From an optimization exercise on the open Yosys and OpenROAD flow, aimed at small area, a short achievable clock period and few clock cycles per item; shortcuts taken in it are not production practice. Only simulation tests tie the RTL to the original design; equivalence was not proved.

--- design/flow/config.mk ---
export PLATFORM = sky130hd
export DESIGN_NAME = px_beat
export DESIGN_NICKNAME = px_beat
export VERILOG_FILES = /design/flow/design.v
export SDC_FILE = /design/flow/constraint.sdc
export NUM_CORES = 4
export LEC_CHECK = 0
export ABC_AREA = 1
export CAP_MARGIN = 20
export CORE_MARGIN = 2
export CORE_UTILIZATION = 35
export SLEW_MARGIN = 20
--- design/flow/constraint.sdc ---
create_clock -name core_clock -period 150.0 [get_ports {clk}]
set_input_delay 30.0000 -clock core_clock [delete_from_list [all_inputs] [get_ports {clk}]]
set_output_delay 30.0000 -clock core_clock [all_outputs]
set_load 0.01 [all_outputs]
--- design/flow/design.v ---
module px_beat (
    input  wire        clk,
    input  wire        rst_n,
    input  wire        cfg_we,
    input  wire [7:0]  cfg_addr,
    input  wire [31:0] cfg_wdata,
    input  wire        in_valid,
    output wire        in_ready,
    input  wire        in_bstart,    
    input  wire        in_first,     
    input  wire [31:0] in_px,        
    input  wire [31:0] in_py,        
    input  wire [2:0]  in_dsrc,
    input  wire [1:0]  in_topo,
    input  wire        in_topo_en,
    input  wire        in_inv_en,
    input  wire        in_lseed,
    input  wire [1:0]  in_chk,
    output reg         out_valid,
    output reg  [31:0] out_data,
    output reg  [15:0] out_check,
    output reg  [3:0]  out_dbi
);
    reg [31:0] bg    [0:3];
    reg [31:0] topox [0:3];
    reg [31:0] topoy [0:3];
    reg [31:0] invx  [0:7];
    reg [31:0] invy  [0:7];
    reg [31:0] lfsr_poly;
    reg [4:0]  lfsr_wm1;
    reg [31:0] lfsr_seed;
    reg [1:0]  chk_type;
    reg [4:0]  chk_feed_m1;
    reg [15:0] chk_init;
    reg [1:0]  dbi_mode;
    reg [3:0]  dbi_groups;
    integer k;
    always @(posedge clk) begin
        if (!rst_n) begin
            for (k = 0; k < 4; k = k + 1) begin
                bg[k]    <= 32'd0;
                topox[k] <= 32'd0;
                topoy[k] <= 32'd0;
            end
            for (k = 0; k < 8; k = k + 1) begin
                invx[k] <= 32'd0;
                invy[k] <= 32'd0;
            end
            lfsr_poly   <= 32'd0;
            lfsr_wm1    <= 5'd31;
            lfsr_seed   <= 32'd1;
            chk_type    <= 2'd0;
            chk_feed_m1 <= 5'd31;
            chk_init    <= 16'd0;
            dbi_mode    <= 2'd0;
            dbi_groups  <= 4'd0;
        end else if (cfg_we) begin
            casez (cfg_addr)
                8'b0110_00??: bg[cfg_addr[1:0]]    <= cfg_wdata;
                8'b0110_01??: topox[cfg_addr[1:0]] <= cfg_wdata;
                8'b0110_10??: topoy[cfg_addr[1:0]] <= cfg_wdata;
                8'b0111_0???: invx[cfg_addr[2:0]]  <= cfg_wdata;
                8'b0111_1???: invy[cfg_addr[2:0]]  <= cfg_wdata;
                8'h80: lfsr_poly <= cfg_wdata;
                8'h81: lfsr_wm1  <= cfg_wdata[4:0];
                8'h82: lfsr_seed <= cfg_wdata;
                8'h84: begin
                    chk_type    <= cfg_wdata[1:0];
                    chk_feed_m1 <= cfg_wdata[12:8];
                    chk_init    <= cfg_wdata[31:16];
                end
                8'h85: begin
                    dbi_mode   <= cfg_wdata[1:0];
                    dbi_groups <= cfg_wdata[7:4];
                end
                default: ;
            endcase
        end
    end
    reg [31:0] lfsr_q;    
    reg [15:0] crc_q;     
    reg [31:0] prev_q;    
    assign in_ready = 1'b1;
    wire beat = in_valid;
    wire [31:0] lfsr_mask = 32'hFFFF_FFFF >> (5'd31 - lfsr_wm1);
    reg [31:0] lfsr_start;
    reg [31:0] lfsr_next;
    reg        lfsr_fb;
    integer    s;
    always @* begin
        if (in_first && in_lseed)
            lfsr_start = lfsr_seed & lfsr_mask;
        else
            lfsr_start = lfsr_q;
        lfsr_next = lfsr_start;
        lfsr_fb   = 1'b0;
        if (in_dsrc == 3'd4) begin
            for (s = 0; s < 32; s = s + 1) begin
                lfsr_fb   = lfsr_next[lfsr_wm1];
                lfsr_next = (lfsr_next << 1) & lfsr_mask;
                if (lfsr_fb)
                    lfsr_next = lfsr_next ^ (lfsr_poly & lfsr_mask);
            end
        end
    end
    reg [31:0] src_word;
    reg [31:0] word;
    reg        topo_flip;
    integer    i;
    always @* begin
        case (in_dsrc)
            3'd0, 3'd1, 3'd2, 3'd3: src_word = bg[in_dsrc[1:0]];
            3'd4:                   src_word = lfsr_next;
            3'd5:                   src_word = in_px;
            3'd6:                   src_word = in_py;
            default:                src_word = 32'd0;
        endcase
        topo_flip = in_topo_en &
                    ((^(in_px & topox[in_topo])) ^ (^(in_py & topoy[in_topo])));
        word = src_word ^ {32{topo_flip}};
        if (in_inv_en) begin
            for (i = 0; i < 8; i = i + 1) begin
                if (in_px[i]) word = word ^ invx[i];
                if (in_py[i]) word = word ^ invy[i];
            end
        end
    end
    wire [15:0] crc_init_val = (chk_type == 2'd1) ? {8'd0, chk_init[7:0]} : chk_init;
    reg [15:0] crc_start;
    reg [15:0] crc_next;
    reg        crc_fb;
    reg [6:0]  secded;
    reg [15:0] check;
    reg [5:0]  pos;
    integer    b;
    integer    h;
    always @* begin
        if (in_first && in_chk[1])
            crc_start = crc_init_val;
        else
            crc_start = crc_q;
        crc_next = crc_start;
        crc_fb   = 1'b0;
        if ((in_chk == 2'd1 || in_chk == 2'd2) &&
            (chk_type == 2'd1 || chk_type == 2'd2)) begin
            for (b = 31; b >= 0; b = b - 1) begin
                if (b <= chk_feed_m1) begin
                    if (chk_type == 2'd1) begin
                        crc_fb   = crc_next[7] ^ word[b];
                        crc_next = {8'd0, crc_next[6:0], 1'b0};
                        if (crc_fb) crc_next = crc_next ^ 16'h0007;
                    end else begin
                        crc_fb   = crc_next[15] ^ word[b];
                        crc_next = {crc_next[14:0], 1'b0};
                        if (crc_fb) crc_next = crc_next ^ 16'h1021;
                    end
                end
            end
        end
        secded = 7'd0;
        pos = 6'd2;
        for (b = 0; b < 32; b = b + 1) begin
            pos = pos + 6'd1;
            if (pos == 6'd4 || pos == 6'd8 || pos == 6'd16 || pos == 6'd32)
                pos = pos + 6'd1;
            for (h = 0; h < 6; h = h + 1)
                if (pos[h]) secded[h] = secded[h] ^ word[b];
        end
        secded[6] = (^word) ^ (^secded[5:0]);
        case (chk_type)
            2'd1:    check = {8'd0, crc_start[7:0]};
            2'd2:    check = crc_start;
            2'd3:    check = {9'd0, secded};
            default: check = 16'd0;
        endcase
    end
    reg [31:0] prev_sent;
    reg [31:0] sent;
    reg [3:0]  dbi;
    reg [3:0]  cnt;
    integer    j;
    integer    q;
    always @* begin
        prev_sent = in_bstart ? 32'd0 : prev_q;
        sent = word;
        dbi  = 4'd0;
        for (j = 0; j < 4; j = j + 1) begin
            cnt = 4'd0;
            for (q = 0; q < 8; q = q + 1) begin
                if (dbi_mode == 2'd1)
                    cnt = cnt + {3'd0, ~word[8*j+q]};
                else
                    cnt = cnt + {3'd0, word[8*j+q] ^ prev_sent[8*j+q]};
            end
            if (dbi_groups[j] && (dbi_mode == 2'd1 || dbi_mode == 2'd2) && cnt > 4'd4) begin
                dbi[j] = 1'b1;
                sent[8*j +: 8] = ~word[8*j +: 8];
            end
        end
    end
    always @(posedge clk) begin
        if (!rst_n) begin
            lfsr_q    <= 32'd0;
            crc_q     <= 16'd0;
            prev_q    <= 32'd0;
            out_valid <= 1'b0;
            out_data  <= 32'd0;
            out_check <= 16'd0;
            out_dbi   <= 4'd0;
        end else begin
            out_valid <= beat;
            if (beat) begin
                lfsr_q    <= lfsr_next;
                crc_q     <= crc_next;
                prev_q    <= sent;
                out_data  <= sent;
                out_check <= check;
                out_dbi   <= dbi;
            end
        end
    end
endmodule
--- design/flow/run.sh ---
#!/bin/bash
# synth_recipe.tcl (not shown) runs the flow's synth.tcl, then flattens the netlist and writes it again
# the make line also repeats each setting of config.mk as NAME=value (left out here)
make -C /OpenROAD-flow-scripts/flow DESIGN_CONFIG=/design/flow/config.mk WORK_HOME=/design/flow/orfs CLKGATE_MAP_FILE= SYNTH_SCRIPT=/design/flow/synth_recipe.tcl finish
==> results.cfg <==
[grt]
grt_pass1_wl_um = 716100
gr-total-overflow = 0
grt_max_degree = 109
gr-usage-all-layers_pct = 29.56
antenna_found_initial = 19
grt_pass1_vias = 103600

[critical_path]
reg2reg_to = crc_q[2]
path_common_cell = nand2_1
r2r_slack_ns = 87.91
cp_max_fo = 57
r2r-start = lfsr_wm1[4]
arrival_ns = 90.37
startpoint_type = primary input
worst_setup_path_end_kind = flip-flop
slowest_delay_ns = 0.82
critPathLaunch = in_first
cpMaxStageDelayCell = xor2_1
worst-r2r-cell-count = 322
crit_end = crc_q[2]
crit_family = simple AND/OR/NAND/NOR gates
worstSetupPathType = in -> reg
critPathBufInv = 14
cp.required_ns = 150.55
crit_cells = 326

[route]
drt-pass1-iter-count = 8
num_vias = 115500
drt-total-wl_um = 500700
detail-route-antenna-nets = 0
drtIter0Drc = 15090
drc_errors = 0
routedWlPerCell_um = 23.93
viasPerCell = 5.520

[floorplan]
die_w_um = 571.3
dieArea_mm2 = 0.3264
start_util_pct = 35.14
die_y_um = 571.3
num_rows = 208
core-area_mm2 = 0.3206
pin_count = 174

[synth]
yosys_warnings = 1
ys_seq_elements = 1095
syn_nets = 17100
synthTopCellsByCount = nand2_1, nand3_1, nor2_1, inv_1, xor2_1
yosysUniqueCellTypes = 69
synth_edf_count = 896
synthCells = 16920
syn_avg_cell_area_um2 = 6.658
synthTopCellsByArea = edfxtp_1, nand2_1, nand3_1, xor2_1, nor2_1
netlist.area_leader.share_pct = 23.88
syn_area_mm2 = 0.1127
synthFlopType = edfxtp_1
synth.yosys.seq_area_share_pct = 27.42
yosysMostFrequentCell = nand2_1
synth.largest_area_cell = edfxtp_1
synthArstFlopShare_pct = 0

[sta]
relSlewSlack_pct = 15.32
fin_crit_ns = 89.81
setup_violations = 0
worst_pin_slew_ns = 1.270
rsz0062_at_grt = false
finalWorstSetupSlack_ns = 60.19
clock.fmax_ghz = 0.01113
setup_tns_ns = 0
whs_ns = 0.4646
hold_viol = 0
fin_skew_ns = 0.09404
timing.final.max_slew_violations = 0
fin_crit_sh_pct = 59.87

[layout]
final_util_pct = 36.69
layout.nets = 16690
area.growth.synth_to_final_pct = 4.435
drive_gt1_share_pct = 9.302
instances_no_fill = 20920

[cts]
clk_pin_slew_ns = 0.06
post_cts_buffers = 0
numCtsBuffers = 105
cts_hold_buf = 0
cts_resized = 0
clk_path_buf_depth = 3
cts-root-buf = clkbuf_16
insertion_delay_ns = 0.79
cts_tree = done
h-tree-depth = 3
clock-sinks = 1095

[worst_hold_path]
hold_class = reg -> reg

[status]
status = finished clean

[placed_design]
gp_congestion = 1.029
pre_cts_ws_ns = 62.20
dp.cells = 20700
dp_hpwl_um = 338300
port_buffers = 172

[flow_run]
maxCapViolations = 0
## worst min-delay path by stage
stage	startpoint	end	slack, ns	cells after the start
3_3_place_gp	dbi_mode[1]	dbi_mode[1]	0.45	2
3_5_place_dp	crc_q[0]	crc_q[0]	0.45	2
4_1_cts	crc_q[0]	crc_q[0]	0.46	2
2_1_floorplan	dbi_mode[1]	dbi_mode[1]	0.43	2
6_report	out_check[14]	out_check[14]	0.46	2
5_1_grt	out_check[14]	out_check[14]	0.49	2
## cell type report
cell class / instances / area, um2
clock buffer: 130 / 2804
inverter: 1582 / 5988
sequential: 1095 / 30900
timing repair buffer: 554 / 4591
clock inverter: 68 / 664.4
fill: 34680 / 203000
tap: 4305 / 5386
multi-input combinational: 13170 / 67270
antenna: 20 / 50.05
## placed cells by master, fill, tap and decap left out, drive strengths merged, types with 390 or more instances in the layout
cell and instances:
a21oi 390, xor2 949, xnor2 492, edfxtp 896, inv 1541, nor2 1935, o21ai 623, nand3 2055
buf 397, nand2 5756
## worst register-to-register path: cells and delay by family (launching register included)
kind / cells / cell delay (ns)
AND/OR/NAND/NOR: 287 / 52.51
buffers and inverters: 16 / 3.89
flip-flops: 1 / 0.40
AO/OA/AOI/OAI: 17 / 4.16
XOR/XNOR: 2 / 0.96
## state kept, by name, indices dropped and copies added (netlist names), 4 cells and up
register / flops
crc_q: 16
lfsr_seed: 32
invy: 256
topox: 128
prev_q: 32
dbi_groups: 4
invx: 256
out_dbi: 4
lfsr_wm1: 5
bg: 128
chk_init: 16
lfsr_poly: 32
lfsr_q: 32
topoy: 128
out_check: 16
chk_feed_m1: 5
## per-stage QoR
stage	area (um2)
after global placement	114100
after CTS	117600
after detailed placement	114100
final	117700
after floorplan	112700
after global routing	117600
## routing by layer
metal | global-route usage (%) | vias up | part of all wire, %
li1 | - | 53220 | -
met1 | 38.20 | 53740 | 39
met2 | 45.09 | 6917 | 42
met3 | 6.057 | 1610 | 12
met4 | 18.14 | 14 | 7.3
met5 | 0 | - | 0.018
## logic make-up after synthesis
family	share of synthesized area, %
AND/OR/NAND/NOR	41.06
buffers and inverters	13.13
XOR/XNOR	11.21
AO/OA/AOI/OAI	6.443
flip-flops	27.42
adder cells (fa/ha/maj)	0.7308
other	0.003329
Testbench counts, summed over its fixed seeds: cycles 33,408, beats 32,768.

## re-timing with driven ports
In the flow no input, the clock included, has a driving cell. The finished layout below was timed again as built, in two steps. Step 1 (the two cells are an assumption about what drives the block):
set clk [get_ports {clk}]
set_driving_cell -lib_cell sky130_fd_sc_hd__clkbuf_16 $clk
set_driving_cell -lib_cell sky130_fd_sc_hd__buf_2 [delete_from_list [all_inputs] $clk]
Step 2 also shifts input and output timing later by t, the mid clock arrival at the registers, as if the neighbouring blocks saw the same clock. Three values: no drivers, after step 1, after step 2; two values: the first two.
t (ns): 0.815
setup slack, ns: 60.190 / 60.241 / 59.426
worst hold slack (ns): 0.465 / 0.465 / 0.465
clock arrival spread, ns: 0.094 / 0.094
cell pins on the clock port's net: 1
After both steps setup and hold are still met in this run. For this run, drivers alone change the setup slack by +0.051 ns; drivers and shift together by -0.764 ns.
